From an optimization exercise on the open Yosys and OpenROAD flow, aimed at small area and few clock cycles per item; shortcuts taken in it are not production practice. In this exercise RTL edits were held to simulation tests only and were not proved equivalent to the original. No driver is modelled on the clock port, so clocking that relies on it looks cheaper here than on a real chip. Power and IR drop assume default switching activity.

## flow/constraint.sdc

```tcl
create_clock -name core_clock -period 5.0 [get_ports {clk}]
set_input_delay 1.0000 -clock core_clock [delete_from_list [all_inputs] [get_ports {clk}]]
set_output_delay 1.0000 -clock core_clock [all_outputs]
set_load 0.01 [all_outputs]
```

## flow/design.v

```verilog
module rs_pair_enc (
    input  wire       clk,
    input  wire       rst,
    input  wire       in_valid,
    output wire       in_ready,
    input  wire [9:0] in_sym,
    output wire       out_valid,
    input  wire       out_ready,
    output wire [9:0] out_sym,
    output wire       out_last
);
    localparam NMSG = 1040;               
    localparam NSYM = 1088;               
    localparam SEG  = 24;                 
    reg  [10:0]  cnt;                     
    reg  [4:0]   rot;                     
    reg          clr;                     
    reg  [479:0] r;                       
    wire in_msg  = !(cnt[10] && (cnt[5] || cnt[4]));      
    wire last    = cnt[10] && (&cnt[5:0]);                
    wire rot_end = rot[0] && rot[1] && rot[2] && rot[4];                  
    wire idle    = clr || (rot != 0);
    assign in_ready  = !idle && in_msg && out_ready;
    assign out_valid = !idle && (in_msg ? in_valid : 1'b1);
    wire   xfer      = !rst && out_valid && out_ready;
    wire   rot_m     = !rst && !clr && !xfer;       
    wire   step_msg  = xfer && in_msg;              
    wire [9:0] top = r[479:470];
    wire [9:0] top_std = top;
    assign out_sym  = in_msg ? in_sym : top_std;
    assign out_last = last;
    wire [9:0] fb = (in_sym ^ top_std) & {10{step_msg}};
    wire [9:0] s23 = r[239:230];
    wire cv_t0;
    rs_xor2 x_cv_t0 (.a(s23[5]), .b(s23[9]), .y(cv_t0));
    wire cv_t1;
    rs_xor2 x_cv_t1 (.a(s23[2]), .b(s23[4]), .y(cv_t1));
    wire cv_t2;
    rs_xor2 x_cv_t2 (.a(s23[8]), .b(s23[9]), .y(cv_t2));
    wire cv_t3;
    rs_xor2 x_cv_t3 (.a(s23[1]), .b(cv_t2), .y(cv_t3));
    wire cv_t4;
    rs_xor2 x_cv_t4 (.a(s23[7]), .b(cv_t2), .y(cv_t4));
    wire cv_t5;
    rs_xor2 x_cv_t5 (.a(s23[6]), .b(s23[7]), .y(cv_t5));
    wire cv_t6;
    rs_xor2 x_cv_t6 (.a(cv_t5), .b(s23[9]), .y(cv_t6));
    wire cv_t7;
    rs_xor2 x_cv_t7 (.a(cv_t1), .b(cv_t5), .y(cv_t7));
    wire cv_t8;
    rs_xor2 x_cv_t8 (.a(s23[0]), .b(s23[5]), .y(cv_t8));
    wire cv_t9;
    rs_xor2 x_cv_t9 (.a(s23[3]), .b(cv_t8), .y(cv_t9));
    wire cv_t10;
    rs_xor2 x_cv_t10 (.a(s23[3]), .b(s23[9]), .y(cv_t10));
    wire cv_t11;
    rs_xor2 x_cv_t11 (.a(s23[6]), .b(cv_t10), .y(cv_t11));
    wire cv_t12;
    rs_xor2 x_cv_t12 (.a(s23[4]), .b(cv_t8), .y(cv_t12));
    wire cv_t13;
    rs_xor2 x_cv_t13 (.a(cv_t12), .b(cv_t5), .y(cv_t13));
    wire cv_t14;
    rs_xor2 x_cv_t14 (.a(cv_t13), .b(cv_t10), .y(cv_t14));
    wire [9:0] s23_std = {cv_t11, cv_t13, cv_t4, cv_t0, cv_t1, cv_t6, cv_t9, cv_t3, cv_t7, cv_t14};
    wire pm_t0;
    rs_xor2 x_pm_t0 (.a(fb[2]), .b(fb[9]), .y(pm_t0));
    wire pm_t1;
    rs_xor2 x_pm_t1 (.a(fb[1]), .b(fb[3]), .y(pm_t1));
    wire pm_t2;
    rs_xor2 x_pm_t2 (.a(fb[4]), .b(fb[5]), .y(pm_t2));
    wire pm_t3;
    rs_xor2 x_pm_t3 (.a(fb[0]), .b(fb[6]), .y(pm_t3));
    wire pm_t4;
    rs_xor2 x_pm_t4 (.a(fb[0]), .b(fb[7]), .y(pm_t4));
    wire pm_t5;
    rs_xor2 x_pm_t5 (.a(fb[1]), .b(fb[7]), .y(pm_t5));
    wire pm_t6;
    rs_xor2 x_pm_t6 (.a(fb[4]), .b(fb[7]), .y(pm_t6));
    wire pm_t7;
    rs_xor2 x_pm_t7 (.a(fb[6]), .b(fb[7]), .y(pm_t7));
    wire pm_t8;
    rs_xor2 x_pm_t8 (.a(fb[1]), .b(fb[8]), .y(pm_t8));
    wire pm_t9;
    rs_xor2 x_pm_t9 (.a(fb[2]), .b(fb[8]), .y(pm_t9));
    wire pm_t10;
    rs_xor2 x_pm_t10 (.a(fb[5]), .b(fb[8]), .y(pm_t10));
    wire pm_t11;
    rs_xor2 x_pm_t11 (.a(pm_t1), .b(fb[4]), .y(pm_t11));
    wire pm_t12;
    rs_xor2 x_pm_t12 (.a(pm_t2), .b(fb[9]), .y(pm_t12));
    wire pm_t13;
    rs_xor2 x_pm_t13 (.a(fb[2]), .b(pm_t2), .y(pm_t13));
    wire pm_t14;
    rs_xor2 x_pm_t14 (.a(pm_t2), .b(pm_t0), .y(pm_t14));
    wire pm_t15;
    rs_xor2 x_pm_t15 (.a(fb[3]), .b(pm_t2), .y(pm_t15));
    wire pm_t16;
    rs_xor2 x_pm_t16 (.a(pm_t1), .b(pm_t2), .y(pm_t16));
    wire pm_t17;
    rs_xor2 x_pm_t17 (.a(fb[2]), .b(pm_t3), .y(pm_t17));
    wire pm_t18;
    rs_xor2 x_pm_t18 (.a(fb[4]), .b(pm_t3), .y(pm_t18));
    wire pm_t19;
    rs_xor2 x_pm_t19 (.a(pm_t2), .b(fb[6]), .y(pm_t19));
    wire pm_t20;
    rs_xor2 x_pm_t20 (.a(pm_t2), .b(pm_t3), .y(pm_t20));
    wire pm_t21;
    rs_xor2 x_pm_t21 (.a(pm_t4), .b(fb[9]), .y(pm_t21));
    wire pm_t22;
    rs_xor2 x_pm_t22 (.a(pm_t5), .b(pm_t0), .y(pm_t22));
    wire pm_t23;
    rs_xor2 x_pm_t23 (.a(pm_t1), .b(pm_t4), .y(pm_t23));
    wire pm_t24;
    rs_xor2 x_pm_t24 (.a(fb[5]), .b(pm_t5), .y(pm_t24));
    wire pm_t25;
    rs_xor2 x_pm_t25 (.a(fb[4]), .b(pm_t7), .y(pm_t25));
    wire pm_t26;
    rs_xor2 x_pm_t26 (.a(fb[5]), .b(pm_t7), .y(pm_t26));
    wire pm_t27;
    rs_xor2 x_pm_t27 (.a(fb[6]), .b(pm_t9), .y(pm_t27));
    wire pm_t28;
    rs_xor2 x_pm_t28 (.a(fb[7]), .b(pm_t10), .y(pm_t28));
    wire pm_t29;
    rs_xor2 x_pm_t29 (.a(pm_t7), .b(fb[8]), .y(pm_t29));
    wire pm_t30;
    rs_xor2 x_pm_t30 (.a(pm_t7), .b(pm_t9), .y(pm_t30));
    wire pm_t31;
    rs_xor2 x_pm_t31 (.a(pm_t7), .b(pm_t10), .y(pm_t31));
    wire pm_t32;
    rs_xor2 x_pm_t32 (.a(pm_t11), .b(pm_t0), .y(pm_t32));
    wire pm_t33;
    rs_xor2 x_pm_t33 (.a(pm_t11), .b(pm_t14), .y(pm_t33));
    wire pm_t34;
    rs_xor2 x_pm_t34 (.a(fb[1]), .b(pm_t14), .y(pm_t34));
    wire pm_t35;
    rs_xor2 x_pm_t35 (.a(fb[3]), .b(pm_t12), .y(pm_t35));
    wire pm_t36;
    rs_xor2 x_pm_t36 (.a(fb[2]), .b(pm_t15), .y(pm_t36));
    wire pm_t37;
    rs_xor2 x_pm_t37 (.a(pm_t7), .b(pm_t22), .y(pm_t37));
    wire pm_t38;
    rs_xor2 x_pm_t38 (.a(fb[3]), .b(pm_t17), .y(pm_t38));
    wire pm_t39;
    rs_xor2 x_pm_t39 (.a(pm_t18), .b(fb[9]), .y(pm_t39));
    wire pm_t40;
    rs_xor2 x_pm_t40 (.a(fb[2]), .b(pm_t19), .y(pm_t40));
    wire pm_t41;
    rs_xor2 x_pm_t41 (.a(fb[3]), .b(pm_t20), .y(pm_t41));
    wire pm_t42;
    rs_xor2 x_pm_t42 (.a(fb[3]), .b(pm_t21), .y(pm_t42));
    wire pm_t43;
    rs_xor2 x_pm_t43 (.a(fb[4]), .b(pm_t21), .y(pm_t43));
    wire pm_t44;
    rs_xor2 x_pm_t44 (.a(fb[4]), .b(pm_t23), .y(pm_t44));
    wire pm_t45;
    rs_xor2 x_pm_t45 (.a(pm_t24), .b(fb[9]), .y(pm_t45));
    wire pm_t46;
    rs_xor2 x_pm_t46 (.a(fb[0]), .b(pm_t24), .y(pm_t46));
    wire pm_t47;
    rs_xor2 x_pm_t47 (.a(pm_t15), .b(pm_t4), .y(pm_t47));
    wire pm_t48;
    rs_xor2 x_pm_t48 (.a(pm_t17), .b(pm_t22), .y(pm_t48));
    wire pm_t49;
    rs_xor2 x_pm_t49 (.a(pm_t3), .b(pm_t22), .y(pm_t49));
    wire pm_t50;
    rs_xor2 x_pm_t50 (.a(pm_t17), .b(pm_t6), .y(pm_t50));
    wire pm_t51;
    rs_xor2 x_pm_t51 (.a(fb[1]), .b(pm_t26), .y(pm_t51));
    wire pm_t52;
    rs_xor2 x_pm_t52 (.a(pm_t25), .b(pm_t14), .y(pm_t52));
    wire pm_t53;
    rs_xor2 x_pm_t53 (.a(pm_t1), .b(pm_t26), .y(pm_t53));
    wire pm_t54;
    rs_xor2 x_pm_t54 (.a(pm_t19), .b(pm_t5), .y(pm_t54));
    wire pm_t55;
    rs_xor2 x_pm_t55 (.a(pm_t18), .b(pm_t24), .y(pm_t55));
    wire pm_t56;
    rs_xor2 x_pm_t56 (.a(pm_t10), .b(pm_t14), .y(pm_t56));
    wire pm_t57;
    rs_xor2 x_pm_t57 (.a(pm_t11), .b(fb[8]), .y(pm_t57));
    wire pm_t58;
    rs_xor2 x_pm_t58 (.a(pm_t28), .b(pm_t22), .y(pm_t58));
    wire pm_t59;
    rs_xor2 x_pm_t59 (.a(pm_t15), .b(pm_t9), .y(pm_t59));
    wire pm_t60;
    rs_xor2 x_pm_t60 (.a(pm_t27), .b(pm_t0), .y(pm_t60));
    wire pm_t61;
    rs_xor2 x_pm_t61 (.a(pm_t27), .b(fb[9]), .y(pm_t61));
    wire pm_t62;
    rs_xor2 x_pm_t62 (.a(fb[1]), .b(pm_t27), .y(pm_t62));
    wire pm_t63;
    rs_xor2 x_pm_t63 (.a(pm_t11), .b(pm_t27), .y(pm_t63));
    wire pm_t64;
    rs_xor2 x_pm_t64 (.a(pm_t31), .b(pm_t21), .y(pm_t64));
    wire pm_t65;
    rs_xor2 x_pm_t65 (.a(pm_t18), .b(pm_t10), .y(pm_t65));
    wire pm_t66;
    rs_xor2 x_pm_t66 (.a(pm_t19), .b(pm_t8), .y(pm_t66));
    wire pm_t67;
    rs_xor2 x_pm_t67 (.a(pm_t8), .b(pm_t21), .y(pm_t67));
    wire pm_t68;
    rs_xor2 x_pm_t68 (.a(pm_t23), .b(pm_t8), .y(pm_t68));
    wire pm_t69;
    rs_xor2 x_pm_t69 (.a(pm_t28), .b(pm_t12), .y(pm_t69));
    wire pm_t70;
    rs_xor2 x_pm_t70 (.a(pm_t18), .b(pm_t29), .y(pm_t70));
    wire pm_t71;
    rs_xor2 x_pm_t71 (.a(pm_t28), .b(pm_t0), .y(pm_t71));
    wire pm_t72;
    rs_xor2 x_pm_t72 (.a(pm_t23), .b(pm_t10), .y(pm_t72));
    wire pm_t73;
    rs_xor2 x_pm_t73 (.a(pm_t29), .b(fb[9]), .y(pm_t73));
    wire pm_t74;
    rs_xor2 x_pm_t74 (.a(fb[0]), .b(pm_t30), .y(pm_t74));
    wire pm_t75;
    rs_xor2 x_pm_t75 (.a(fb[3]), .b(pm_t29), .y(pm_t75));
    wire pm_t76;
    rs_xor2 x_pm_t76 (.a(pm_t25), .b(pm_t8), .y(pm_t76));
    wire pm_t77;
    rs_xor2 x_pm_t77 (.a(fb[4]), .b(pm_t30), .y(pm_t77));
    wire pm_t78;
    rs_xor2 x_pm_t78 (.a(pm_t15), .b(pm_t31), .y(pm_t78));
    wire pm_t79;
    rs_xor2 x_pm_t79 (.a(fb[2]), .b(pm_t31), .y(pm_t79));
    wire pm_t80;
    rs_xor2 x_pm_t80 (.a(pm_t24), .b(pm_t27), .y(pm_t80));
    wire pm_t81;
    rs_xor2 x_pm_t81 (.a(fb[7]), .b(pm_t42), .y(pm_t81));
    wire pm_t82;
    rs_xor2 x_pm_t82 (.a(pm_t5), .b(pm_t42), .y(pm_t82));
    wire pm_t83;
    rs_xor2 x_pm_t83 (.a(fb[1]), .b(pm_t32), .y(pm_t83));
    wire pm_t84;
    rs_xor2 x_pm_t84 (.a(pm_t44), .b(pm_t22), .y(pm_t84));
    wire pm_t85;
    rs_xor2 x_pm_t85 (.a(fb[4]), .b(pm_t35), .y(pm_t85));
    wire pm_t86;
    rs_xor2 x_pm_t86 (.a(pm_t8), .b(pm_t63), .y(pm_t86));
    wire pm_t87;
    rs_xor2 x_pm_t87 (.a(pm_t5), .b(pm_t53), .y(pm_t87));
    wire pm_t88;
    rs_xor2 x_pm_t88 (.a(pm_t40), .b(pm_t32), .y(pm_t88));
    wire pm_t89;
    rs_xor2 x_pm_t89 (.a(pm_t11), .b(pm_t40), .y(pm_t89));
    wire pm_t90;
    rs_xor2 x_pm_t90 (.a(pm_t17), .b(pm_t34), .y(pm_t90));
    wire pm_t91;
    rs_xor2 x_pm_t91 (.a(pm_t3), .b(pm_t35), .y(pm_t91));
    wire pm_t92;
    rs_xor2 x_pm_t92 (.a(pm_t36), .b(pm_t37), .y(pm_t92));
    wire pm_t93;
    rs_xor2 x_pm_t93 (.a(fb[3]), .b(pm_t40), .y(pm_t93));
    wire pm_t94;
    rs_xor2 x_pm_t94 (.a(pm_t17), .b(pm_t35), .y(pm_t94));
    wire pm_t95;
    rs_xor2 x_pm_t95 (.a(pm_t1), .b(pm_t40), .y(pm_t95));
    wire pm_t96;
    rs_xor2 x_pm_t96 (.a(pm_t27), .b(pm_t75), .y(pm_t96));
    wire pm_t97;
    rs_xor2 x_pm_t97 (.a(fb[2]), .b(pm_t42), .y(pm_t97));
    wire pm_t98;
    rs_xor2 x_pm_t98 (.a(pm_t16), .b(pm_t45), .y(pm_t98));
    wire pm_t99;
    rs_xor2 x_pm_t99 (.a(fb[7]), .b(pm_t32), .y(pm_t99));
    wire pm_t100;
    rs_xor2 x_pm_t100 (.a(fb[5]), .b(pm_t42), .y(pm_t100));
    wire pm_t101;
    rs_xor2 x_pm_t101 (.a(pm_t16), .b(pm_t42), .y(pm_t101));
    wire pm_t102;
    rs_xor2 x_pm_t102 (.a(fb[7]), .b(pm_t35), .y(pm_t102));
    wire pm_t103;
    rs_xor2 x_pm_t103 (.a(fb[1]), .b(pm_t49), .y(pm_t103));
    wire pm_t104;
    rs_xor2 x_pm_t104 (.a(fb[3]), .b(pm_t48), .y(pm_t104));
    wire pm_t105;
    rs_xor2 x_pm_t105 (.a(fb[3]), .b(pm_t49), .y(pm_t105));
    wire pm_t106;
    rs_xor2 x_pm_t106 (.a(pm_t6), .b(pm_t37), .y(pm_t106));
    wire pm_t107;
    rs_xor2 x_pm_t107 (.a(fb[3]), .b(pm_t50), .y(pm_t107));
    wire pm_t108;
    rs_xor2 x_pm_t108 (.a(pm_t11), .b(pm_t55), .y(pm_t108));
    wire pm_t109;
    rs_xor2 x_pm_t109 (.a(fb[3]), .b(pm_t52), .y(pm_t109));
    wire pm_t110;
    rs_xor2 x_pm_t110 (.a(fb[5]), .b(pm_t50), .y(pm_t110));
    wire pm_t111;
    rs_xor2 x_pm_t111 (.a(fb[6]), .b(pm_t47), .y(pm_t111));
    wire pm_t112;
    rs_xor2 x_pm_t112 (.a(pm_t59), .b(pm_t34), .y(pm_t112));
    wire pm_t113;
    rs_xor2 x_pm_t113 (.a(pm_t10), .b(pm_t33), .y(pm_t113));
    wire pm_t114;
    rs_xor2 x_pm_t114 (.a(pm_t63), .b(pm_t39), .y(pm_t114));
    wire pm_t115;
    rs_xor2 x_pm_t115 (.a(pm_t5), .b(pm_t69), .y(pm_t115));
    wire pm_t116;
    rs_xor2 x_pm_t116 (.a(pm_t5), .b(pm_t70), .y(pm_t116));
    wire pm_t117;
    rs_xor2 x_pm_t117 (.a(pm_t12), .b(pm_t58), .y(pm_t117));
    wire pm_t118;
    rs_xor2 x_pm_t118 (.a(pm_t62), .b(pm_t39), .y(pm_t118));
    wire pm_t119;
    rs_xor2 x_pm_t119 (.a(fb[3]), .b(pm_t56), .y(pm_t119));
    wire pm_t120;
    rs_xor2 x_pm_t120 (.a(fb[2]), .b(pm_t58), .y(pm_t120));
    wire pm_t121;
    rs_xor2 x_pm_t121 (.a(pm_t18), .b(pm_t66), .y(pm_t121));
    wire pm_t122;
    rs_xor2 x_pm_t122 (.a(pm_t37), .b(pm_t64), .y(pm_t122));
    wire pm_t123;
    rs_xor2 x_pm_t123 (.a(pm_t20), .b(pm_t61), .y(pm_t123));
    wire pm_t124;
    rs_xor2 x_pm_t124 (.a(pm_t41), .b(pm_t61), .y(pm_t124));
    wire pm_t125;
    rs_xor2 x_pm_t125 (.a(fb[3]), .b(pm_t60), .y(pm_t125));
    wire pm_t126;
    rs_xor2 x_pm_t126 (.a(fb[3]), .b(pm_t61), .y(pm_t126));
    wire pm_t127;
    rs_xor2 x_pm_t127 (.a(pm_t1), .b(pm_t61), .y(pm_t127));
    wire pm_t128;
    rs_xor2 x_pm_t128 (.a(pm_t72), .b(pm_t52), .y(pm_t128));
    wire pm_t129;
    rs_xor2 x_pm_t129 (.a(pm_t15), .b(pm_t64), .y(pm_t129));
    wire pm_t130;
    rs_xor2 x_pm_t130 (.a(pm_t24), .b(pm_t73), .y(pm_t130));
    wire pm_t131;
    rs_xor2 x_pm_t131 (.a(pm_t4), .b(pm_t80), .y(pm_t131));
    wire pm_t132;
    rs_xor2 x_pm_t132 (.a(pm_t62), .b(pm_t33), .y(pm_t132));
    wire pm_t133;
    rs_xor2 x_pm_t133 (.a(pm_t62), .b(pm_t12), .y(pm_t133));
    wire pm_t134;
    rs_xor2 x_pm_t134 (.a(pm_t15), .b(pm_t60), .y(pm_t134));
    wire pm_t135;
    rs_xor2 x_pm_t135 (.a(fb[4]), .b(pm_t69), .y(pm_t135));
    wire pm_t136;
    rs_xor2 x_pm_t136 (.a(pm_t0), .b(pm_t67), .y(pm_t136));
    wire pm_t137;
    rs_xor2 x_pm_t137 (.a(fb[2]), .b(pm_t67), .y(pm_t137));
    wire pm_t138;
    rs_xor2 x_pm_t138 (.a(fb[8]), .b(pm_t42), .y(pm_t138));
    wire pm_t139;
    rs_xor2 x_pm_t139 (.a(fb[3]), .b(pm_t67), .y(pm_t139));
    wire pm_t140;
    rs_xor2 x_pm_t140 (.a(pm_t6), .b(pm_t57), .y(pm_t140));
    wire pm_t141;
    rs_xor2 x_pm_t141 (.a(pm_t28), .b(pm_t33), .y(pm_t141));
    wire pm_t142;
    rs_xor2 x_pm_t142 (.a(fb[1]), .b(pm_t70), .y(pm_t142));
    wire pm_t143;
    rs_xor2 x_pm_t143 (.a(pm_t17), .b(pm_t76), .y(pm_t143));
    wire pm_t144;
    rs_xor2 x_pm_t144 (.a(pm_t1), .b(pm_t69), .y(pm_t144));
    wire pm_t145;
    rs_xor2 x_pm_t145 (.a(pm_t7), .b(pm_t63), .y(pm_t145));
    wire pm_t146;
    rs_xor2 x_pm_t146 (.a(pm_t6), .b(pm_t59), .y(pm_t146));
    wire pm_t147;
    rs_xor2 x_pm_t147 (.a(pm_t53), .b(pm_t27), .y(pm_t147));
    wire pm_t148;
    rs_xor2 x_pm_t148 (.a(fb[5]), .b(pm_t69), .y(pm_t148));
    wire pm_t149;
    rs_xor2 x_pm_t149 (.a(fb[4]), .b(pm_t71), .y(pm_t149));
    wire pm_t150;
    rs_xor2 x_pm_t150 (.a(pm_t59), .b(pm_t42), .y(pm_t150));
    wire pm_t151;
    rs_xor2 x_pm_t151 (.a(pm_t57), .b(pm_t45), .y(pm_t151));
    wire pm_t152;
    rs_xor2 x_pm_t152 (.a(pm_t59), .b(pm_t22), .y(pm_t152));
    wire pm_t153;
    rs_xor2 x_pm_t153 (.a(fb[4]), .b(pm_t72), .y(pm_t153));
    wire pm_t154;
    rs_xor2 x_pm_t154 (.a(fb[0]), .b(pm_t73), .y(pm_t154));
    wire pm_t155;
    rs_xor2 x_pm_t155 (.a(fb[6]), .b(pm_t67), .y(pm_t155));
    wire pm_t156;
    rs_xor2 x_pm_t156 (.a(fb[8]), .b(pm_t49), .y(pm_t156));
    wire pm_t157;
    rs_xor2 x_pm_t157 (.a(pm_t27), .b(pm_t42), .y(pm_t157));
    wire pm_t158;
    rs_xor2 x_pm_t158 (.a(pm_t11), .b(pm_t73), .y(pm_t158));
    wire pm_t159;
    rs_xor2 x_pm_t159 (.a(pm_t44), .b(pm_t60), .y(pm_t159));
    wire pm_t160;
    rs_xor2 x_pm_t160 (.a(pm_t38), .b(pm_t69), .y(pm_t160));
    wire pm_t161;
    rs_xor2 x_pm_t161 (.a(fb[7]), .b(pm_t64), .y(pm_t161));
    wire pm_t162;
    rs_xor2 x_pm_t162 (.a(pm_t5), .b(pm_t64), .y(pm_t162));
    wire pm_t163;
    rs_xor2 x_pm_t163 (.a(pm_t38), .b(pm_t28), .y(pm_t163));
    wire pm_t164;
    rs_xor2 x_pm_t164 (.a(pm_t6), .b(pm_t64), .y(pm_t164));
    wire pm_t165;
    rs_xor2 x_pm_t165 (.a(fb[2]), .b(fb[6]), .y(pm_t165));
    wire pm_t166;
    rs_xor2 x_pm_t166 (.a(pm_t165), .b(pm_t53), .y(pm_t166));
    wire pm_t167;
    rs_xor2 x_pm_t167 (.a(pm_t165), .b(pm_t47), .y(pm_t167));
    wire pm_t168;
    rs_xor2 x_pm_t168 (.a(fb[3]), .b(fb[4]), .y(pm_t168));
    wire pm_t169;
    rs_xor2 x_pm_t169 (.a(pm_t168), .b(pm_t71), .y(pm_t169));
    wire [239:0] p = {fb[6], fb[5], fb[4], fb[3], pm_t0, pm_t8, pm_t4, fb[9], fb[8], fb[7], pm_t19, pm_t15, pm_t83, pm_t113, pm_t137, pm_t155, pm_t161, pm_t135, pm_t29, pm_t26, pm_t87, pm_t14, pm_t57, pm_t97, pm_t62, pm_t46, pm_t39, pm_t60, pm_t28, pm_t25, pm_t87, pm_t14, pm_t57, pm_t97, pm_t62, pm_t46, pm_t39, pm_t60, pm_t28, pm_t25, pm_t43, pm_t125, pm_t71, pm_t76, pm_t108, pm_t40, pm_t16, pm_t96, pm_t37, pm_t121, pm_t148, pm_t78, pm_t109, pm_t133, pm_t153, pm_t107, pm_t89, pm_t136, pm_t48, pm_t64, pm_t24, pm_t18, pm_t85, pm_t56, pm_t140, pm_t103, pm_t130, pm_t116, pm_t42, pm_t27, pm_t20, pm_t35, pm_t119, pm_t141, pm_t156, pm_t162, pm_t164, pm_t138, pm_t30, pm_t51, pm_t145, pm_t105, pm_t131, pm_t101, pm_t129, pm_t146, pm_t106, pm_t110, pm_t92, pm_t124, pm_t66, pm_t47, pm_t86, pm_t33, pm_t118, pm_t139, pm_t74, pm_t69, pm_t75, pm_t52, pm_t157, pm_t80, pm_t55, pm_t91, pm_t59, pm_t99, pm_t128, pm_t88, pm_t123, pm_t144, pm_t36, pm_t32, pm_t114, pm_t136, pm_t48, pm_t64, pm_t148, pm_t79, pm_t54, pm_t41, pm_t98, pm_t149, pm_t132, pm_t151, pm_t152, pm_t126, pm_t2, pm_t160, pm_t147, pm_t166, pm_t121, pm_t86, pm_t47, pm_t45, pm_t29, pm_t43, pm_t44, pm_t26, pm_t72, pm_t49, pm_t13, pm_t16, pm_t40, pm_t105, pm_t81, pm_t11, pm_t115, pm_t9, pm_t61, pm_t86, pm_t21, pm_t93, pm_t111, pm_t15, pm_t67, pm_t60, pm_t100, pm_t154, pm_t94, pm_t1, pm_t117, pm_t50, pm_t72, pm_t12, pm_t120, pm_t23, pm_t22, pm_t70, pm_t7, pm_t51, pm_t10, pm_t68, pm_t115, pm_t17, pm_t167, pm_t6, pm_t139, pm_t95, pm_t158, pm_t38, pm_t9, pm_t161, pm_t155, pm_t162, pm_t143, pm_t5, pm_t94, pm_t104, pm_t34, pm_t134, pm_t131, pm_t158, pm_t150, pm_t90, pm_t162, pm_t101, pm_t123, pm_t164, pm_t149, pm_t22, pm_t16, pm_t102, pm_t65, pm_t150, pm_t155, pm_t84, pm_t3, pm_t161, pm_t55, pm_t167, pm_t33, pm_t95, pm_t167, pm_t22, pm_t134, pm_t118, pm_t83, pm_t169, pm_t164, pm_t127, pm_t48, pm_t18, pm_t24, pm_t122, pm_t159, pm_t64, pm_t58, pm_t163, pm_t4, pm_t63, pm_t134, pm_t31, pm_t73, pm_t116, pm_t77, pm_t169, pm_t112, pm_t53, pm_t142, pm_t82};
    wire [479:0] d;
    genvar k;
    generate
        for (k = 0; k < 48; k = k + 1) begin : stage
            if (k == 0) begin : first
                assign d[9:0] = (r[10*SEG-1 -: 10] & {10{rot_m}}) | p[9:0];
            end else if (k % SEG == 0) begin : bottom
                wire [9:0] sel = (s23_std & {10{xfer}}) | (r[10*(k+SEG)-1 -: 10] & {10{rot_m}});
                rs_xor2 #(10) x (.a(sel), .b(p[5*k +: 10]), .y(d[10*k +: 10]));
            end else if (k % 2 == 0) begin : tap
                rs_xor2 #(10) x (.a(r[10*k-1 -: 10]), .b(p[5*k +: 10]), .y(d[10*k +: 10]));
            end else begin : plain
                assign d[10*k +: 10] = r[10*k-1 -: 10];
            end
        end
    endgenerate
    always @(posedge clk) begin
        r <= d;
        if (rst) begin
            cnt <= 11'd0;
            clr <= 1'b1;
            rot <= 1;
        end else begin
            if (idle)
                rot <= rot_end ? 0 : rot + 1;
            else if (!xfer)
                rot <= 1;
            if (rot_end)
                clr <= 1'b0;
            if (xfer)
                cnt <= last ? 11'd0 : cnt + 11'd1;
        end
    end
endmodule
module rs_xor2 #(parameter W = 1) (
    input  wire [W-1:0] a,
    input  wire [W-1:0] b,
    output wire [W-1:0] y
);
    assign y = a ^ b;
endmodule
```

## flow/flow/run.sh

```bash
#!/bin/bash
# Own flow: the standard layout (standard.sh), with
# - the ports buffered with the smallest buffer,
# - the clock tree built without dummy loads, from clkbuf_8 leaf clusters.
set -euo pipefail
export BUFFER_PORTS_ARGS="-buffer_cell sky130_fd_sc_hd__buf_1"
export CTS_ARGS="-sink_clustering_enable -repair_clock_nets -dont_use_dummy_load -buf_list {sky130_fd_sc_hd__clkbuf_8} -sink_clustering_size 20 -sink_clustering_max_diameter 60"
export RECOVER_POWER=100
bash standard.sh > flow_make.log 2>&1
```

## flow/standard.sh

```bash
#!/bin/bash
# synth_recipe.tcl (not shown) runs the flow's synth.tcl, then flattens the netlist and writes it again
# the make line also repeats each setting of config.mk as NAME=value (left out here)
make -C /OpenROAD-flow-scripts/flow DESIGN_CONFIG=/design/flow/config.mk WORK_HOME=/design/flow/orfs CLKGATE_MAP_FILE= SYNTH_SCRIPT=/design/flow/synth_recipe.tcl "${@:-finish}"
```

## flow/config.mk

```make
export PLATFORM = sky130hd
export DESIGN_NAME = rs_pair_enc
export DESIGN_NICKNAME = rs_pair_enc
export VERILOG_FILES = /design/flow/design.v
export SDC_FILE = /design/flow/constraint.sdc
export NUM_CORES = 4
export LEC_CHECK = 0
export CAP_MARGIN = 20
export CORE_MARGIN = 2
export CORE_UTILIZATION = 70
export GPL_ROUTABILITY_DRIVEN = 0
export SLEW_MARGIN = 20
export SYNTH_HIERARCHICAL = 1
export SYNTH_MINIMUM_KEEP_SIZE = 0
```

==> impl_metrics.tcl, run 1 <==
set metrics [dict create \
    firstDrtPassIters 5 \
    start_kind "register" \
    synth_area_um2 14600 \
    rows 52 \
    dr_wl_met3_um 1350 \
    drc 0 \
    cts_buffer_depth 3 \
    start_util_pct 71.7 \
    htreeDepth 1 \
    ys_types 36 \
    cp_max_fo 10 \
    ant_nets 0 \
    wl_per_cell_um 20.8 \
    cts.reportedPaths.clkPinSlew_ns 0.11 \
    post-cts-setup-buffers 0 \
    final_cells 1438 \
    grtUsageTotal_pct 27.8 \
    grt_pass1_wl_um 44100 \
    powerDensity_nw_per_um2 359 \
    ios 27 \
    r2r_setup_slack_ns 0.55 \
    root_buffer "clkbuf_8" \
    cts_resized 0 \
    grt-ovfl-total 0 \
    dieHeight_um 148 \
    ys_seq_area_share_pct 68.2 \
    hpwl_um 21700 \
    netlist_instances 1076 \
    die-area_um2 22000 \
    cp.arrival_ns 5.01 \
    status "failed layout checks" \
    io_buffers 26 \
    rsz0062_at_grt "false" \
    die_w_um 148 \
    syn_area_per_cell_um2 13.6 \
    yosysTopAreaCell "dfxtp_1" \
    hp-class "register to register" \
    synth_edf_count 0 \
    critical_path_class "register to register" \
    tns_ns 0 \
    core_um2 20400 \
    dpl.cell_count 1408 \
    grt_start_max_net_pins 27 \
    synthesis.nets 1094 \
    top_layer_used "met4" \
    synth_flop_cell "dfxtp_1" \
    dr.first_iter.drc_count 380 \
    cts.sinks 497 \
    maxCapViolations 1 \
    yosys_warnings 7 \
    fillers 1339 \
    first_global_vias 7385 \
    wl_met2_um 13600 \
    drive_gt1_share_pct 4.80 \
    critPathCaptureType "register" \
    antenna_found_initial 0 \
    fmax_mhz 225 \
    so_faults "capacitance limit, slew limit" \
    relSlewSlack_pct -13.6 \
    ir_drop_v 0.000364 \
    insertion_delay_ns 0.62 \
    synthDominantCellAreaShare_pct 68.2 \
    worst_pin_slew_ns 1.70 \
    vias_per_cell 5.14 \
    synthTopCellsByArea "dfxtp_1 68%, xor2_1 25%, nand2_1 0.87%, a22o_1 0.60%, xnor2_1 0.60%" \
    clock-skew-final_ns 0.0644 \
    ctsHoldBuffers 0 \
    wl_met1_um 13800 \
    leakage_nw 8.75 \
    period_share_pct 89.0 \
    dr_total_vias 7385 \
    period_needed_ns 4.45 \
    layout.nets 1187 \
    cp.required_ns 5.56 \
    cts_buffers 29 \
    finalSetupViolCount 0 \
    maxSlewViolCount 27 \
    area_delta_synth_final_pct 7.03 \
    async_reset_ff_share_pct 0 \
    cts_tree "built" \
    drt_wl_total_um 29900 \
    synth_seq_cells 497 \
    finalHoldViolations 0 \
]
[per-stage QoR]
| step | setup slack [ns] | util [%] | hold WS [ns] | power, mW | instance area (um^2) |
|---|---|---|---|---|---|
| 4_1_cts | 1.00 | 77.3 | 0.262 | 5.62 | 15700 |
| 3_5_place_dp | 0.642 | 75.3 | 0.312 | 4.09 | 15300 |
| 6_report | 0.549 | 76.7 | 0.263 | 5.60 | 15600 |
| 5_1_grt | 0.391 | 76.7 | 0.259 | 5.77 | 15600 |
| 2_1_floorplan | 0.0787 | - | 0.310 | 4.08 | 14600 |
| 3_3_place_gp | 0.634 | 75.3 | 0.310 | 4.09 | 15300 |
[cell usage after synthesis (2+ instances only)]
cell type and number:
o21ai_0 3, and3_1 2, nand3_1 6, ha_1 4
a21o_1 11, dfxtp_1 497, clkbuf_1 6, nand4_1 3
inv_1 7, buf_2 4, or4_1 9, a21oi_1 12
a22o_1 10, or3b_2 2, nor2_1 14, o31ai_1 8
xnor2_1 10, nand2_1 34, xor2_1 417
[Yosys stat by module (local to each module, per instance), excerpt]
module / cells inside / copies in the design / flip-flops and latches / area, um^2
rs_pair_enc: 661 / 1 / 497 / 11000
rs_xor2: 1 / 185 / 0 / 8.76
[final cells by class]
cell class	count	area (um^2)	share of cell area (%)
antenna	1	2.50	0.0160
sequential	497	9950	63.7
clock buffer	29	399	2.56
inverter	7	26.3	0.168
tap	270	338	2.16
timing repair buffer	73	357	2.28
multi-input combinational	561	4550	29.1
[cells in the final DEF (no fill, tap or decap), types with 3 or more instances in the layout]
| cell type | instances |
|---|---|
| clkbuf_8 | 29 |
| buf_1 | 26 |
| clkbuf_1 | 25 |
| ha_1 | 4 |
| o21ai_0 | 3 |
| xnor2_1 | 10 |
| nor2_1 | 13 |
| or4_1 | 9 |
| o31ai_1 | 8 |
| dfxtp_1 | 497 |
| nand3_1 | 6 |
| buf_4 | 22 |
| a21o_1 | 11 |
| xor2_1 | 417 |
| inv_1 | 7 |
| nand4_1 | 3 |
| nand2_1 | 34 |
| a21oi_1 | 12 |
| a22o_1 | 10 |
[where the power goes]
group	switching, mW	internal [mW]	leakage, nW
combinational	0.0211	0.0151	4.54
clock	1.08	0.522	0.209
sequential	0.00403	3.96	4.00
[worst paths after layout]
path / from / to / cells past startpoint
worst max-delay path: rot[0] / r[86] / 15
worst min-delay path: r[388] / r[398] / 0
worst max register to register: rot[0] / r[86] / 15
worst min register to register: r[388] / r[398] / 0
[worst max-delay path: stages, from the launching register on]
cell,delay [ns]
dfxtp_1,0.43
inv_1,0.07
ha_1,0.19
and2b_1,0.16
and2_0,0.23
nand4_1,0.13
clkbuf_1,0.48
nor2_1,0.20
buf_4,0.24
xor2_1,0.25
buf_4,0.25
xor2_1,0.40
clkbuf_1,0.40
xor2_1,0.57
xor2_1,0.29
xor2_1,0.16
[sequential cells by signal, summed over array words and instances (netlist names)]
name	count
r	480
cnt	11
rot	5
clr	1
[cells by family after synthesis]
group	synth area share, %
flip-flops	68.2
XOR/XNOR	25.6
AND/OR/NAND/NOR	2.78
AO/OA/AOI/OAI	2.54
buffers and inverters	0.549
adder cells (fa/ha/maj)	0.343
[metal layers]
metal	up-vias	GRT usage [%]
met3	77	4.33
met4	0	9.38
met1	3598	38.7
met2	172	45.0
met5	-	0
li1	3538	-
Testbench counts, summed over its fixed seeds: cycles 19,716, items 18.
==> run 2, diff against run 1 <==
==> flow/flow/run.sh (replaced) <==
#!/bin/bash
# Own flow: the standard layout (standard.sh), with
# - the ports buffered with the smallest buffer,
# - the clock tree built without dummy loads, from clkbuf_8 leaf clusters,
# - after global routing, gates and buffers off the critical paths downsized
#   (flow/post_grt.tcl), then slew and capacitance repaired again.
# ORFS writes each step's full log under orfs/logs; make's own output goes to
# flow_make.log here.
set -euo pipefail
export BUFFER_PORTS_ARGS="-buffer_cell sky130_fd_sc_hd__buf_1"
export CTS_ARGS="-sink_clustering_enable -repair_clock_nets -dont_use_dummy_load -buf_list {sky130_fd_sc_hd__clkbuf_8} -sink_clustering_size 20 -sink_clustering_max_diameter 60"
export POST_GLOBAL_ROUTE_TCL="$(pwd)/flow/post_grt.tcl"
bash standard.sh > flow_make.log 2>&1
==> flow/flow/post_grt.tcl (new file) <==
# After global routing: downsize gates and buffers on paths with slack to spare,
# fix any slew or capacitance this leaves over the margins, re-legalise, and
# write the route guides again for the detailed router.
global_route -start_incremental
repair_timing -recover_power 100 -verbose
estimate_parasitics -global_routing
repair_design -slew_margin 20 -cap_margin 20 -verbose
detailed_placement
global_route -end_incremental
estimate_parasitics -global_routing
report_worst_slack -max
report_check_types -max_slew -max_capacitance
write_guides $::env(RESULTS_DIR)/route.guide
--- a/flow/config.mk
+++ b/flow/config.mk
@@ -7,7 +7,7 @@
 export LEC_CHECK = 0
 export CAP_MARGIN = 20
 export CORE_MARGIN = 2
-export CORE_UTILIZATION = 70
+export CORE_UTILIZATION = 76
 export GPL_ROUTABILITY_DRIVEN = 0
 export SLEW_MARGIN = 20
 export SYNTH_HIERARCHICAL = 1
==> impl_metrics.tcl, run 2 <==
set metrics [dict create \
    status "timing/DRC/antenna clean" \
    cts_resized 0 \
    drc 0 \
    wl_per_cell_um 21.7 \
    dr.first_iter.drc_count 431 \
    area_delta_synth_final_pct 6.98 \
    top_regs "r (480), cnt (11), rot (5)" \
    cts_buffers 29 \
    fillers 1036 \
    leakage_nw 8.77 \
    synthTopCellsByArea "dfxtp_1 68%, xor2_1 25%, nand2_1 0.87%, a22o_1 0.60%, xnor2_1 0.60%" \
    period_needed_ns 4.50 \
    ir_drop_v 0.000370 \
    die_w_um 143 \
    r2r_start "rot[0]" \
    vias_per_cell 5.29 \
    top_register "r" \
    cp.required_ns 5.48 \
    synth_flop_cell "dfxtp_1" \
    maxSlewViolCount 0 \
    hp-start "r[63]" \
    ys_top_cells_by_count "497 x dfxtp_1, 417 x xor2_1, 34 x nand2_1" \
    clock-skew-final_ns 0.0438 \
    finalSetupViolCount 0 \
    dieHeight_um 143 \
    ios 27 \
    ys_types 36 \
    yosysMostFrequentCell "dfxtp_1" \
    period_share_pct 90.0 \
    hpwl_um 22400 \
    layout.nets 1192 \
    grt-ovfl-total 0 \
    cts_buffer_depth 3 \
    post-cts-setup-buffers 0 \
    start_kind "register" \
    critical_path_class "register to register" \
    cp_max_fo 8 \
    fmax_mhz 222 \
    fin_area_um2 15600 \
    diodes 0 \
    largest_reg_flops 480 \
    synthesis.nets 1094 \
    tns_ns 0 \
    yosys_warnings 7 \
    first_global_vias 7491 \
    ys_seq_area_share_pct 68.2 \
    firstDrtPassIters 5 \
    finalHoldViolations 0 \
    hold_ws_ns 0.286 \
    crit_start "rot[0]" \
    synth_edf_count 0 \
    r2r_setup_slack_ns 0.50 \
    drive_gt1_share_pct 5.12 \
    yosysTopAreaCell "dfxtp_1" \
    cts.reportedPaths.clkPinSlew_ns 0.11 \
    cp.arrival_ns 4.98 \
    placed_area_um2 15300 \
    grtUsageTotal_pct 30.5 \
    syn_area_per_cell_um2 13.6 \
    cts.sinks 497 \
    worst_pin_slew_ns 1.13 \
    pre_cts_slack_ns 0.376 \
    final_cell_mix "497 x dfxtp_1, 417 x xor2_1, 34 x nand2_1" \
    synthDominantCellAreaShare_pct 68.2 \
    drt_wl_total_um 30500 \
    synth_area_um2 14600 \
    grt_pass1_wl_um 44700 \
    core_um2 18800 \
    async_reset_ff_share_pct 0 \
    io_buffers 26 \
    cts_tree "built" \
    powerDensity_nw_per_um2 359 \
    hp-class "register to register" \
    ant_nets 0 \
    antenna_found_initial 1 \
    grt_start_max_net_pins 27 \
    htreeDepth 1 \
    final_common_cell "dfxtp_1" \
    ctsHoldBuffers 0 \
    rows 50 \
    die-area_um2 20300 \
    dr_total_vias 7431 \
    netlist_instances 1076 \
    root_buffer "clkbuf_8" \
    fin_ws_ns 0.499 \
    insertion_delay_ns 0.60 \
    relSlewSlack_pct 24.7 \
    start_util_pct 77.8 \
    critPathCaptureType "register" \
    synth_seq_cells 497 \
    maxCapViolations 0 \
]
[run 2: changes by cell type in the layout (fill, tap and decap cells not counted)]
| cell | change |
|---|---|
| o2111ai_1 | -1 |
| buf_4 | +1 |
| clkbuf_2 | +1 |
| buf_6 | +1 |
| nor2_2 | -1 |
| clkbuf_1 | +2 |
| nor3b_1 | -1 |
| nor2_1 | +1 |
| diode_2 | -1 |
| o2111ai_2 | +1 |
| nor3b_2 | +1 |
[run 2: where the power goes]
part	internal, mW	switching [mW]
logic	0.0154	0.0236
clock network	0.522	1.08
registers	3.96	0.00429
[run 2: per-module statistics from Yosys, one instance, submodules excluded, excerpt]
module / flip-flops and latches / cells / copies in the design
rs_pair_enc: 497 / 661 / 1
rs_xor2: 0 / 1 / 185
[run 2: worst max-delay path, cell delays in order, from the launching register on]
cell	delay (ns)
dfxtp_1	0.36
inv_1	0.07
ha_1	0.13
and2b_1	0.15
and2_0	0.28
nand4_1	0.31
clkbuf_1	0.25
nor2_1	0.35
xor2_1	0.18
buf_4	0.26
xor2_1	0.48
buf_4	0.25
xor2_1	0.88
xor2_1	0.22
xor2_1	0.21
[run 2: cell families after synthesis]
logic type               synth area share [%]
flip-flops                               68.2
XOR/XNOR                                 25.6
AND/OR/NAND/NOR                          2.78
buffers and inverters                   0.549
AO/OA/AOI/OAI                            2.54
adder cells (fa/ha/maj)                 0.343
[run 2: path summary, 6_finish.rpt]
kind / endpoint / cells after the start
worst max-delay path: r[365] / 14
worst min-delay path: r[73] / 0
worst max register to register: r[365] / 14
worst min register to register: r[73] / 0
[run 2: area by class of cell]
cell class | instances | area (um^2) | share of cell area (%)
Sequential cell | 497 | 9950 | 63.7
Multi-Input combinational cell | 561 | 4560 | 29.2
Clock buffer | 29 | 399 | 2.56
Timing Repair Buffer | 78 | 388 | 2.48
Tap cell | 234 | 293 | 1.88
Inverter | 7 | 26.3 | 0.168
[run 2: metrics by stage]
stage                     cells  util (%)  power, mW
after floorplan            1076         -       4.08
after global placement     1376      81.7       4.09
after detailed placement   1376      81.7       4.09
after CTS                  1405      83.8       5.62
final                      1406      83.2       5.61
[run 2: routing by layer]
layer / vias up / global-route usage, % / share of wire (%)
met2: 199 / 50.3 / 47
met4: 2 / 11.3 / 3.6
li1: 3533 / - / -
met5: - / 0 / 0.043
met1: 3627 / 40.3 / 44
met3: 70 / 6.16 / 5.4
==> run 3, diff against run 2 <==
--- a/flow/config.mk
+++ b/flow/config.mk
@@ -7,7 +7,7 @@
 export LEC_CHECK = 0
 export CAP_MARGIN = 20
 export CORE_MARGIN = 2
-export CORE_UTILIZATION = 76
+export CORE_UTILIZATION = 70
 export GPL_ROUTABILITY_DRIVEN = 0
 export SLEW_MARGIN = 20
 export SYNTH_HIERARCHICAL = 1
==> impl_metrics.tcl, run 3 <==
set metrics [dict create \
    dieHeight_um 148 \
    clock-skew-final_ns 0.0649 \
    placed_area_um2 15300 \
    grt-ovfl-total 0 \
    period_needed_ns 4.43 \
    drt_wl_total_um 29900 \
    dr_total_vias 7348 \
    critPathTopFamily "buffers and inverters" \
    r2r_setup_slack_ns 0.57 \
    wl_per_cell_um 20.8 \
    yosysTopAreaCell "dfxtp_1" \
    synthTopCellsByArea "dfxtp_1 68%, xor2_1 25%, nand2_1 0.87%, a22o_1 0.60%, xnor2_1 0.60%" \
    period_share_pct 88.5 \
    ir_drop_v 0.000365 \
    tns_ns 0 \
    yosys_warnings 7 \
    fmax_mhz 226 \
    cts_buffer_depth 3 \
    fin_util_pct 76.8 \
    start_kind "register" \
    die_w_um 148 \
    htreeDepth 1 \
    first_global_vias 7385 \
    cts_resized 0 \
    hold_ws_ns 0.263 \
    ys_seq_area_share_pct 68.2 \
    cts_buffers 29 \
    finalSetupViolCount 0 \
    synth_edf_count 0 \
    io_buffers 26 \
    final_common_cell "dfxtp_1" \
    firstDrtPassIters 4 \
    final_cell_mix "497 x dfxtp_1, 417 x xor2_1, 34 x nand2_1" \
    crit_slowest_cell "clkbuf_1" \
    fillers 1336 \
    hp-class "register to register" \
    cp.required_ns 5.51 \
    grt_pass1_wl_um 44100 \
    powerDensity_nw_per_um2 358 \
    syn_area_per_cell_um2 13.6 \
    maxCapViolations 0 \
    leakage_nw 8.76 \
    dr.first_iter.drc_count 360 \
    hpwl_um 21700 \
    largest_reg_flops 480 \
    ios 27 \
    core_um2 20400 \
    post-cts-setup-buffers 0 \
    async_reset_ff_share_pct 0 \
    critPathCaptureType "register" \
    cts.reportedPaths.clkPinSlew_ns 0.11 \
    layout.nets 1188 \
    finalHoldViolations 0 \
    fin_area_um2 15600 \
    cp.arrival_ns 4.93 \
    ant_nets 0 \
    yosysMostFrequentCell "dfxtp_1" \
    worst_pin_slew_ns 1.03 \
    drive_gt1_share_pct 4.97 \
    relSlewSlack_pct 31.3 \
    top_regs "r (480), cnt (11), rot (5)" \
    area_delta_synth_final_pct 7.15 \
    cts.sinks 497 \
    critical_path_class "register to register" \
    max_stage_delay_ns 0.48 \
    synth_area_um2 14600 \
    rows 52 \
    ys_types 36 \
    ctsHoldBuffers 0 \
    p_total_mw 5.60 \
    synth_flop_cell "dfxtp_1" \
    maxSlewViolCount 0 \
    start_util_pct 71.7 \
    grtUsageTotal_pct 27.8 \
    status "timing/DRC/antenna clean" \
    vias_per_cell 5.11 \
    synth_seq_cells 497 \
    crit_chain "inv_1 -> ha_1 -> and2b_1 -> and2_0 -> nand4_1 -> clkbuf_1 -> nor2_1 -> buf_4 -> xor2_1 -> buf_4 -> xor2_1 -> clkbuf_1 -> xor2_1 -> buf_4 -> xor2_1 -> xor2_1" \
    root_buffer "clkbuf_8" \
    critPathMostFrequentCell "xor2_1" \
    cp_max_fo 10 \
    antenna_found_initial 0 \
    top_register "r" \
    netlist_instances 1076 \
    drc 0 \
    grt_start_max_net_pins 27 \
    synthesis.nets 1094 \
    cts_tree "built" \
    critPathBufInv 6 \
    insertion_delay_ns 0.62 \
    synthDominantCellAreaShare_pct 68.2 \
    ys_top_cells_by_count "497 x dfxtp_1, 417 x xor2_1, 34 x nand2_1" \
    die-area_um2 22000 \
]
==> run 3: cell count changes in the layout (fill, tap and decap cells not counted), sizes merged <==
cell / before / now
clkbuf: 57 / 54
buf: 50 / 49
diode: 0 / 1
==> run 3: metrics by stage <==
stage | setup slack, ns | std cells
6_report | 0.575 | 1439
4_1_cts | 1.00 | 1437
3_5_place_dp | 0.642 | 1408
3_3_place_gp | 0.634 | 1408
2_1_floorplan | 0.0787 | 1076
==> run 3: power by group <==
| group | switching (mW) | internal (mW) |
|---|---|---|
| sequential | 0.00401 | 3.96 |
| clock | 1.08 | 0.522 |
| combinational | 0.0213 | 0.0151 |
| total | 1.10 | 4.50 |
==> run 3: final cells by class <==
cell class / count / area (um^2) / area share [%]
well taps: 270 / 338 / 2.16
flip-flops and latches: 497 / 9950 / 63.6
repair buffers: 74 / 368 / 2.35
diodes: 1 / 2.50 / 0.0160
multi-input cells: 561 / 4560 / 29.1
inverters: 7 / 26.3 / 0.168
clock buffers: 29 / 399 / 2.55
==> run 3: logic make-up (layout without fill, tap and decap cells) <==
group	count (synthesis)	after routing	share of synthesized area, %
buf+inv	18	110	0.549
flops	497	497	68.2
xor+xnor	427	427	25.6
simple gates	80	80	2.78
compound gates	50	50	2.54
other cells	0	1	0
fa+ha+maj	4	4	0.343
==> run 3: Yosys stat by module (local to each module, per instance), excerpt <==
module,cells inside,cell area [um^2],flops+latches,copies in the design
rs_pair_enc,661,11000,497,1
rs_xor2,1,8.76,0,185
==> run 3: worst reg2reg max path: stages (launching register included) <==
cell      delay (ns)
dfxtp_1         0.43
inv_1           0.07
ha_1            0.18
and2b_1         0.17
and2_0          0.23
nand4_1         0.12
clkbuf_1        0.48
nor2_1          0.20
buf_4           0.24
xor2_1          0.24
buf_4           0.24
xor2_1          0.40
clkbuf_1        0.40
xor2_1          0.24
buf_4           0.21
xor2_1          0.20
xor2_1          0.31
==> run 3: path summary, 6_finish.rpt <==
path / from / endpoint / cells after the start
worst max-delay path: rot[0] / r[446] / 16
worst min-delay path: r[388] / r[398] / 0
worst max register to register: rot[0] / r[446] / 16
worst min register to register: r[388] / r[398] / 0
==> run 3: metal layers <==
metal | up-vias | track usage (%) | wire [um]
li1 | 3534 | - | -
met1 | 3571 | 38.7 | 13900
met2 | 166 | 45.0 | 13700
met3 | 77 | 4.33 | 1270
met4 | 0 | 9.38 | 1090
met5 | - | 0 | 0
==> run 4, diff against run 3 <==
--- a/flow/flow/run.sh
+++ b/flow/flow/run.sh
@@ -8,6 +8,6 @@
 # flow_make.log here.
 set -euo pipefail
 export BUFFER_PORTS_ARGS="-buffer_cell sky130_fd_sc_hd__buf_1"
-export CTS_ARGS="-sink_clustering_enable -repair_clock_nets -dont_use_dummy_load -buf_list {sky130_fd_sc_hd__clkbuf_8} -sink_clustering_size 20 -sink_clustering_max_diameter 60"
+export CTS_ARGS="-sink_clustering_enable -repair_clock_nets -dont_use_dummy_load -buf_list {sky130_fd_sc_hd__clkbuf_8} -sink_clustering_size 22 -sink_clustering_max_diameter 55"
 export POST_GLOBAL_ROUTE_TCL="$(pwd)/flow/post_grt.tcl"
 bash standard.sh > flow_make.log 2>&1
==> impl_metrics.tcl, run 4 <==
set metrics [dict create \
    ant_nets 0 \
    r2r_start "rot[0]" \
    hold_ws_ns 0.304 \
    finalSetupViolCount 0 \
    cts_buffers 28 \
    cts_buffer_depth 3 \
    critPathTopFamily "buffers and inverters" \
    critPathCaptureType "register" \
    synth_edf_count 0 \
    status "timing/DRC/antenna clean" \
    grtUsageTotal_pct 27.7 \
    post-cts-setup-buffers 0 \
    yosysTopAreaCell "dfxtp_1" \
    cp.required_ns 5.49 \
    core_um2 20400 \
    syn_area_per_cell_um2 13.6 \
    cts_resized 0 \
    fmax_mhz 224 \
    wl_per_cell_um 20.8 \
    critPathBufInv 6 \
    ir_drop_v 0.000354 \
    hp-class "register to register" \
    fin_util_pct 76.7 \
    r2r_cells 16 \
    dpl.cell_count 1408 \
    synthDominantCellAreaShare_pct 68.2 \
    root_buffer "clkbuf_8" \
    hp-start "r[349]" \
    crit_slowest_cell "clkbuf_1" \
    min_to "r[359]" \
    p_total_mw 5.58 \
    start_kind "register" \
    grt_pass1_wl_um 44000 \
    synth_seq_cells 497 \
    grt-ovfl-total 0 \
    max_stage_delay_ns 0.48 \
    leakage_nw 8.75 \
    yosysMostFrequentCell "dfxtp_1" \
    synth_flop_cell "dfxtp_1" \
    top_register "r" \
    maxCapViolations 0 \
    die-area_um2 22000 \
    io_buffers 26 \
    layout.nets 1187 \
    yosys_warnings 7 \
    cts_tree "built" \
    fin_ws_ns 0.527 \
    period_share_pct 89.5 \
    synth_area_um2 14600 \
    dr_total_vias 7333 \
    rows 52 \
    ys_types 36 \
    r2r_setup_slack_ns 0.53 \
    final_cells 1438 \
    largest_reg_flops 480 \
    placed_area_um2 15300 \
    pre_cts_slack_ns 0.642 \
    final_cell_mix "497 x dfxtp_1, 417 x xor2_1, 34 x nand2_1" \
    antenna_found_initial 0 \
    tns_ns 0 \
    worst_pin_slew_ns 1.05 \
    insertion_delay_ns 0.62 \
    area_delta_synth_final_pct 7.06 \
    dieHeight_um 148 \
    grt_start_max_net_pins 27 \
    vias_per_cell 5.10 \
    relSlewSlack_pct 29.5 \
    first_global_vias 7321 \
    cts.reportedPaths.clkPinSlew_ns 0.12 \
    ctsHoldBuffers 0 \
    cts.sinks 497 \
    dr.first_iter.drc_count 385 \
    synthTopCellsByArea "dfxtp_1 68%, xor2_1 25%, nand2_1 0.87%, a22o_1 0.60%, xnor2_1 0.60%" \
    fin_area_um2 15600 \
    critical_path_class "register to register" \
    drc 0 \
    cp_max_fo 10 \
    crit_chain "inv_1 -> ha_1 -> and2b_1 -> and2_0 -> nand4_1 -> clkbuf_1 -> nor2_1 -> buf_4 -> xor2_1 -> buf_4 -> xor2_1 -> clkbuf_1 -> xor2_1 -> buf_4 -> xor2_1 -> xor2_1" \
    ys_top_cells_by_count "497 x dfxtp_1, 417 x xor2_1, 34 x nand2_1" \
    clock-skew-final_ns 0.0693 \
    cp.arrival_ns 4.96 \
    hold_depth 0 \
    powerDensity_nw_per_um2 357 \
    maxSlewViolCount 0 \
    start_util_pct 71.7 \
    critPathMostFrequentCell "xor2_1" \
    ios 27 \
    firstDrtPassIters 4 \
    htreeDepth 1 \
    drive_gt1_share_pct 4.88 \
    netlist_instances 1076 \
    hpwl_um 21700 \
    timing.rr.end "r[446]" \
    finalHoldViolations 0 \
    ys_seq_area_share_pct 68.2 \
    drt_wl_total_um 29900 \
    period_needed_ns 4.47 \
    async_reset_ff_share_pct 0 \
    synthesis.nets 1094 \
    fillers 1333 \
    die_w_um 148 \
    top_regs "r (480), cnt (11), rot (5)" \
    final_common_cell "dfxtp_1" \
]
## run 4: cell counts after synthesis
No cell type changed its count.
## run 4: Yosys stat by module (local to each module, per instance), excerpt
module | times used | area [um^2] | cells inside | flip-flops and latches
rs_xor2 | 185 | 8.76 | 1 | 0
rs_pair_enc | 1 | 11000 | 661 | 497
## run 4: layer usage
| layer | track usage, % | share of wire (%) | vias to the layer above |
|---|---|---|---|
| met4 | 10.3 | 3.9 | 0 |
| met3 | 4.39 | 5.0 | 68 |
| met1 | 38.6 | 46 | 3541 |
| met5 | 0 | 0 | - |
| li1 | - | - | 3528 |
| met2 | 44.2 | 45 | 196 |
## run 4: area by class of cell
cell class	instances	area, um^2	share of cell area, %
Clock buffer	28	385	2.47
Inverter	7	26.3	0.168
Sequential cell	497	9950	63.7
Antenna cell	1	2.50	0.0160
Multi-Input combinational cell	561	4560	29.2
Tap cell	270	338	2.16
Timing Repair Buffer	74	368	2.35
## run 4: power by group
group	switching, mW	internal [mW]	leakage, nW	total (mW)
Combinational	0.0212	0.0151	4.55	0.0363
Clock	1.08	0.505	0.201	1.58
Sequential	0.00400	3.96	4.00	3.96
## run 4: worst max path at each step
stage / from / end / slack, ns / cells after the start
after floorplan: rst / r[180] / 0.08 / 9
after global placement: in_valid / r[88] / 0.63 / 11
after detailed placement: in_valid / r[344] / 0.64 / 11
after CTS: rot[1] / r[344] / 1.0 / 13
final: rot[0] / r[446] / 0.53 / 16
## run 4: logic make-up (layout without fill, tap and decap cells)
logic type	count (synthesis)	count (layout)	share of synthesized area, %
flops	497	497	68.2
xor+xnor	427	427	25.6
simple gates	80	80	2.78
compound gates	50	50	2.54
buf+inv	18	109	0.549
fa+ha+maj	4	4	0.343
other cells	0	1	0
==> run 5, diff against run 4 <==
--- a/flow/flow/run.sh
+++ b/flow/flow/run.sh
@@ -8,6 +8,7 @@
 # flow_make.log here.
 set -euo pipefail
 export BUFFER_PORTS_ARGS="-buffer_cell sky130_fd_sc_hd__buf_1"
-export CTS_ARGS="-sink_clustering_enable -repair_clock_nets -dont_use_dummy_load -buf_list {sky130_fd_sc_hd__clkbuf_8} -sink_clustering_size 22 -sink_clustering_max_diameter 55"
+export CTS_ARGS="-sink_clustering_enable -repair_clock_nets -dont_use_dummy_load -buf_list {sky130_fd_sc_hd__clkbuf_8} -sink_clustering_size 20 -sink_clustering_max_diameter 60"
+export POST_CTS_TCL="$(pwd)/flow/post_cts.tcl"
 export POST_GLOBAL_ROUTE_TCL="$(pwd)/flow/post_grt.tcl"
 bash standard.sh > flow_make.log 2>&1
==> flow/flow/post_cts.tcl (new file) <==
# After clock tree synthesis: downsize gates and buffers on paths with slack
# to spare, then re-legalise.
estimate_parasitics -placement
repair_timing -recover_power 100 -verbose
repair_design -slew_margin 20 -cap_margin 20 -verbose
detailed_placement
estimate_parasitics -placement
report_worst_slack -max
==> impl_metrics.tcl, run 5 <==
set metrics [dict create \
    status "timing/DRC/antenna clean" \
    die_w_um 148 \
    top_regs "r (480), cnt (11), rot (5)" \
    wl_per_cell_um 20.7 \
    die-area_um2 22000 \
    yosysMostFrequentCell "dfxtp_1" \
    grt-ovfl-total 0 \
    leakage_nw 8.72 \
    dr_total_vias 7362 \
    ys_top_cells_by_count "497 x dfxtp_1, 417 x xor2_1, 34 x nand2_1" \
    drc 0 \
    synth_area_um2 14600 \
    cts.sinks 497 \
    synth_seq_cells 497 \
    fmax_mhz 215 \
    powerDensity_nw_per_um2 359 \
    final_common_cell "dfxtp_1" \
    max_stage_delay_ns 0.56 \
    cts_tree "built" \
    cp.required_ns 5.55 \
    r2r_cells 15 \
    critPathCaptureType "register" \
    critical_path_class "register to register" \
    insertion_delay_ns 0.62 \
    synthDominantCellAreaShare_pct 68.2 \
    crit_start "rot[0]" \
    synth_edf_count 0 \
    r2r_start "rot[0]" \
    maxSlewViolCount 0 \
    yosys_warnings 7 \
    ir_drop_v 0.000360 \
    start_kind "register" \
    p_clk_share_pct 28.6 \
    drt_wl_total_um 29900 \
    core_um2 20400 \
    crit_slowest_cell "xor2_1" \
    ys_types 36 \
    p_sw_mw 1.11 \
    maxCapViolations 0 \
    antenna_found_initial 0 \
    worst_pin_slew_ns 1.06 \
    switching_share_pct 19.7 \
    grtUsageTotal_pct 27.8 \
    ios 27 \
    hpwl_um 21700 \
    dieHeight_um 148 \
    clock-skew-final_ns 0.0663 \
    vias_per_cell 5.11 \
    sequentialPowerShare_pct 70.8 \
    cellInternalPower_mw 4.50 \
    period_share_pct 93.0 \
    crit_chain "inv_1 -> ha_1 -> and2b_1 -> and2_0 -> nand4_1 -> clkbuf_1 -> nor2_1 -> clkbuf_1 -> xor2_1 -> buf_4 -> xor2_1 -> clkbuf_1 -> xor2_1 -> xor2_1 -> xor2_1" \
    drive_gt1_share_pct 4.20 \
    ys_seq_area_share_pct 68.2 \
    start_util_pct 71.7 \
    rows 52 \
    firstDrtPassIters 4 \
    cp.arrival_ns 5.21 \
    area_delta_synth_final_pct 6.89 \
    yosysTopAreaCell "dfxtp_1" \
    final_cell_mix "497 x dfxtp_1, 417 x xor2_1, 34 x nand2_1" \
    finalHoldViolations 0 \
    finalSetupViolCount 0 \
    layout.nets 1188 \
    crit_end "r[86]" \
    p_total_mw 5.60 \
    hp-class "register to register" \
    synthTopCellsByArea "dfxtp_1 68%, xor2_1 25%, nand2_1 0.87%, a22o_1 0.60%, xnor2_1 0.60%" \
    relSlewSlack_pct 28.9 \
    syn_area_per_cell_um2 13.6 \
    netlist_instances 1076 \
    grt_pass1_wl_um 44100 \
    timing.rr.end "r[86]" \
    synthesis.nets 1094 \
    cp_max_fo 10 \
    first_global_vias 7372 \
    largest_reg_flops 480 \
    async_reset_ff_share_pct 0 \
    tns_ns 0 \
    grt_start_max_net_pins 24 \
    top_register "r" \
    io_buffers 26 \
    r2r_setup_slack_ns 0.35 \
    cts.reportedPaths.clkPinSlew_ns 0.11 \
    period_needed_ns 4.65 \
    pwr-share-comb_pct 0.6 \
    synth_flop_cell "dfxtp_1" \
    ant_nets 0 \
    dr.first_iter.drc_count 494 \
    critPathMostFrequentCell "xor2_1" \
]
## run 5: layout make-up
type | instances | area [um^2]
multi-input cells | 561 | 4550
diodes | 2 | 5.00
flip-flops and latches | 497 | 9950
fillers | 1343 | 4760
inverters | 7 | 26.3
repair buffers | 74 | 334
clock buffers | 29 | 399
well taps | 270 | 338
## run 5: worst max-delay path, delay by kind of cell, from the launching register on
kind,cells,cell delay (ns)
DFF,1,0.43
buffers and inverters,5,1.54
adders and majority gates,1,0.18
and+or+nand+nor,4,0.70
xor gates and xnor gates,5,1.77
## run 5: per-stage QoR
step	util, %	hold slack [ns]	cell area, um^2	setup WS (ns)	std cells
final	76.6	0.263	15600	0.348	1440
after detailed placement	75.3	0.312	15300	0.642	1408
after global placement	75.3	0.310	15300	0.634	1408
after floorplan	-	0.310	14600	0.0787	1076
## run 5: power by group through the flow
stage / Sequential [mW] / Combinational [mW] / Clock, mW
after floorplan: 4.05 / 0.0234 / 0
after global placement: 4.05 / 0.0363 / 0
after detailed placement: 4.05 / 0.0370 / 0
final: 3.96 / 0.0359 / 1.60
## run 5: Yosys stat by module (local to each module, per instance), a selection
module / flops+latches / cells / area, um^2 / copies in the design
rs_pair_enc: 497 / 661 / 11000 / 1
rs_xor2: 0 / 1 / 8.76 / 185
## run 5: worst min path at each step
stage                 from     end  slack, ns  depth (start not counted)
global placement    r[288]  r[298]       0.31                          0
floorplan             r[0]   r[10]       0.31                          0
finish              r[388]  r[398]       0.26                          0
detailed placement  r[120]  r[130]       0.31                          0
## run 5: metal layers
| metal | part of all wire [%] | GRT usage (%) | wire length, um |
|---|---|---|---|
| met3 | 4.5 | 3.87 | 1360 |
| met4 | 3.7 | 9.24 | 1100 |
| met1 | 46 | 38.8 | 13800 |
| met2 | 46 | 45.2 | 13600 |
| met5 | 0 | 0 | 0 |
## run 5: logic make-up after synthesis
group	after synthesis	share of synthesized area (%)
AOI/OAI and AO/OA	50	2.54
buffers and inverters	18	0.549
and+or+nand+nor	80	2.78
xor gates and xnor gates	427	25.6
adders and majority gates	4	0.343
DFF	497	68.2

## re-timing with driven ports
Ports are ideal in the flow. The routed layouts listed here were re-timed in OpenROAD.
Step 1 assumes that a clkbuf_16 drives the clock port and a buf_2 every other input.
Step 2 adds t to the input delays and takes it off the output delays; t is the mean of the earliest and latest rising clock arrival at the registers after step 1. Input paths then give back, and output paths get back, about the clock's delay inside the block.
Three values: no drivers, after step 1, after step 2; two values: the first two.
run	t (ns)	setup slack, ns	worst register clock-pin slew, ns	pins driven straight from the clock port
run 1	0.631	0.549 / 0.549 / 0.356	0.12 / 0.12	1
run 2	0.625	0.499 / 0.499 / 0.224	0.12 / 0.12	1
run 3	0.631	0.575 / 0.575 / 0.345	0.12 / 0.12	1
run 4	0.625	0.527 / 0.527 / 0.308	0.12 / 0.12	1
run 5	0.631	0.348 / 0.348 / 0.020	0.12 / 0.12	1
For run 5, which loses most, drivers alone change the setup slack by 0.000 ns; drivers and shift together by -0.328 ns.
